From an optimization exercise on the open Yosys and OpenROAD flow, aimed at small area, a short achievable clock period and few clock cycles per item; shortcuts taken in it are not production practice.
RTL that was checked went through simulation tests only; none was proved equivalent to the original.
No activity file was given, so power comes from the tool's default toggle rates.

## rev 12
## pack_enc
module pack_enc (
    input  wire        clk,
    input  wire        rst,
    input  wire        in_valid,
    output wire        in_ready,
    input  wire [15:0] in_pix,      
    input  wire [15:0] in_up,       
    input  wire        in_first,    
    input  wire        in_last,     
    input  wire        in_noprev,   
    input  wire        in_eos,      
    output wire        out_valid,
    input  wire        out_ready,
    output wire [31:0] out_data,
    output wire        out_last
);
Size in the first run: roughly 6200 cells after synthesis, about 75 I/O pins, roughly 69000 um2 of cells after synthesis.
Settings: LEC_CHECK=0, CAP_MARGIN=20, CORE_MARGIN=2, CORE_UTILIZATION=40, SLEW_MARGIN=20; clock period 16.0 ns.
standard.sh (not shown) runs the stock make flow with config.mk's settings and CLKGATE_MAP_FILE= SYNTH_SCRIPT=/design/flow/synth_recipe.tcl, a recipe that flattens the netlist after the stock synthesis.
==> flow/flow/run.sh <==
#!/bin/bash
# The standard layout, with faster port buffers, larger clock sink clusters and no dummy clock loads.
set -euo pipefail
export BUFFER_PORTS_ARGS="-buffer_cell sky130_fd_sc_hd__buf_4"
export CTS_ARGS="-sink_clustering_enable -repair_clock_nets -dont_use_dummy_load -sink_clustering_size 28 -sink_clustering_max_diameter 80"
bash standard.sh > standard.log 2>&1
Rev 12 was carried through to the last stage, and its layout satisfied the timing, DRC and antenna checks.
Input changes introduced in rev 13 (baseline for comparison: rev 12):
diff --git a/flow/design.v b/flow/design.v
--- a/flow/design.v
+++ b/flow/design.v
@@ -9,19 +9,19 @@
     input  wire        in_last,     
     input  wire        in_noprev,   
     input  wire        in_eos,      
     output wire        out_valid,
     input  wire        out_ready,
     output wire [31:0] out_data,
     output wire        out_last
 );
     localparam N  = 67;            
-    localparam DQ = 3;             
+    localparam DQ = 4;             
     integer i;
     reg rst_r;
     always @(posedge clk)
         rst_r <= rst;
     reg        rdy_r;               
     reg        full_r;              
     reg [15:0] p0_D;                
     reg        p0_cga, p0_cla;      
     reg        p0v;
@@ -176,21 +176,21 @@
             if (p0_mv)
                 acnt <= p0_be ? 6'd0 : acnt + 6'd1;
             nlive <= nlive_n;
             if (wr)
                 wcnt <= w_be ? 6'd0 : wcnt + 6'd1;
             if (rd)
                 rcnt <= rlast ? 6'd0 : rcnt + 6'd1;
             dcnt <= dcnt_n;
             if (push)
-                dwp <= (dwp == 2'd2) ? 2'd0 : dwp + 2'd1;
+                dwp <= dwp + 2'd1;
             if (pop)
-                drp <= (drp == 2'd2) ? 2'd0 : drp + 2'd1;
+                drp <= drp + 2'd1;
         end
         if (rst) begin
             rdy_r  <= 1'b0;
             full_r <= 1'b1;
         end
     end
     function [5:0] clen;
         input [15:0] v;
         input [3:0]  k;
@@ -263,19 +263,19 @@
             am1  <= 1'b0;
             kwp  <= 2'd0;
         end else begin
             s_v <= wr;
             if (s_v)
                 sclr <= s_be;
             am0 <= s_v & s_be;
             am1 <= am0;
             if (am1)
-                kwp <= (kwp == 2'd2) ? 2'd0 : kwp + 2'd1;
+                kwp <= kwp + 2'd1;
         end
     end
     reg        e1v, e1_esc, e1_f, e1_l;
     reg [4:0]  e1_q;
     reg [15:0] e1_m;
     reg [3:0]  e1_k;
     wire [15:0] hq   = head >> h_k;
     wire        hesc = (|hq[15:5]) | (hq[4] & hq[3]);
     reg        e2v, e2_l;
==> comparison <==
Timing, DRC, antenna: 0 failures across rev 13 and rev 12
Compared with rev 12, rev 13 shows power dissipated in sequential cells that has gone up slightly.
The wire length was comparable across rev 13 and rev 12.
Re footprint of the multi-input gates: rev 13 is 500 um2 down on rev 12.
Overall power consumption (lower): rev 12
Comparing hold slack for rev 13 and rev 12, the smaller number came from rev 13.
Between rev 12 and rev 13, the cell count went down.
Comparing power of the combinational group for rev 13 and rev 12, the bigger number came from rev 12.
When rev 13 is set beside rev 12, its number of clock buffers in the layout turns out to be about 1% larger.
Smallest setup slack after layout (lower): rev 12
Going from rev 12 to rev 13, synthesized net count lost 156, maximum clock rate increased 8.8%.
Compared with rev 12, in rev 13 global-route wire length before repair climbed 0.52%, post-route minimum period shrank by 0.40 ns.
In terms of ratio of cells with drive above 1 in the final layout, rev 13 and rev 12 differ only marginally.
Testbench counts of rev 13, summed over its fixed seeds: cycles 77,553, items 76,898.
Function not checked in rev 12: the RTL went through the layout flow alone.

==> separate check: timing with driven ports <==
Ports are ideal in the flow. The routed layouts listed here were re-timed in OpenROAD. Step 1: set_driving_cell puts a clkbuf_16 on clk and a buf_2 on each other input, an assumption about the parent block. Step 2 adds t to the input delays and takes it off the output delays; t is the mean of the earliest and latest rising clock arrival at the registers after step 1. Input paths then give back, and output paths get back, about the clock's delay inside the block. Slacks: no drivers / after step 1 / after step 2; pairs: no drivers / after step 1.
| run | t, ns | setup slack, ns | worst setup path after step 2 | cell pins on the clock port's net |
|---|---|---|---|---|
| rev 12 | 0.767 | 11.122 / 11.179 / 10.412 | input to register | 1 |
| rev 13 | 0.770 | 11.517 / 11.438 / 10.937 | input to register | 1 |
After both steps setup and hold are still met in every run listed. For rev 12, which loses most, drivers alone change the setup slack by +0.057 ns; drivers and shift together by -0.710 ns.
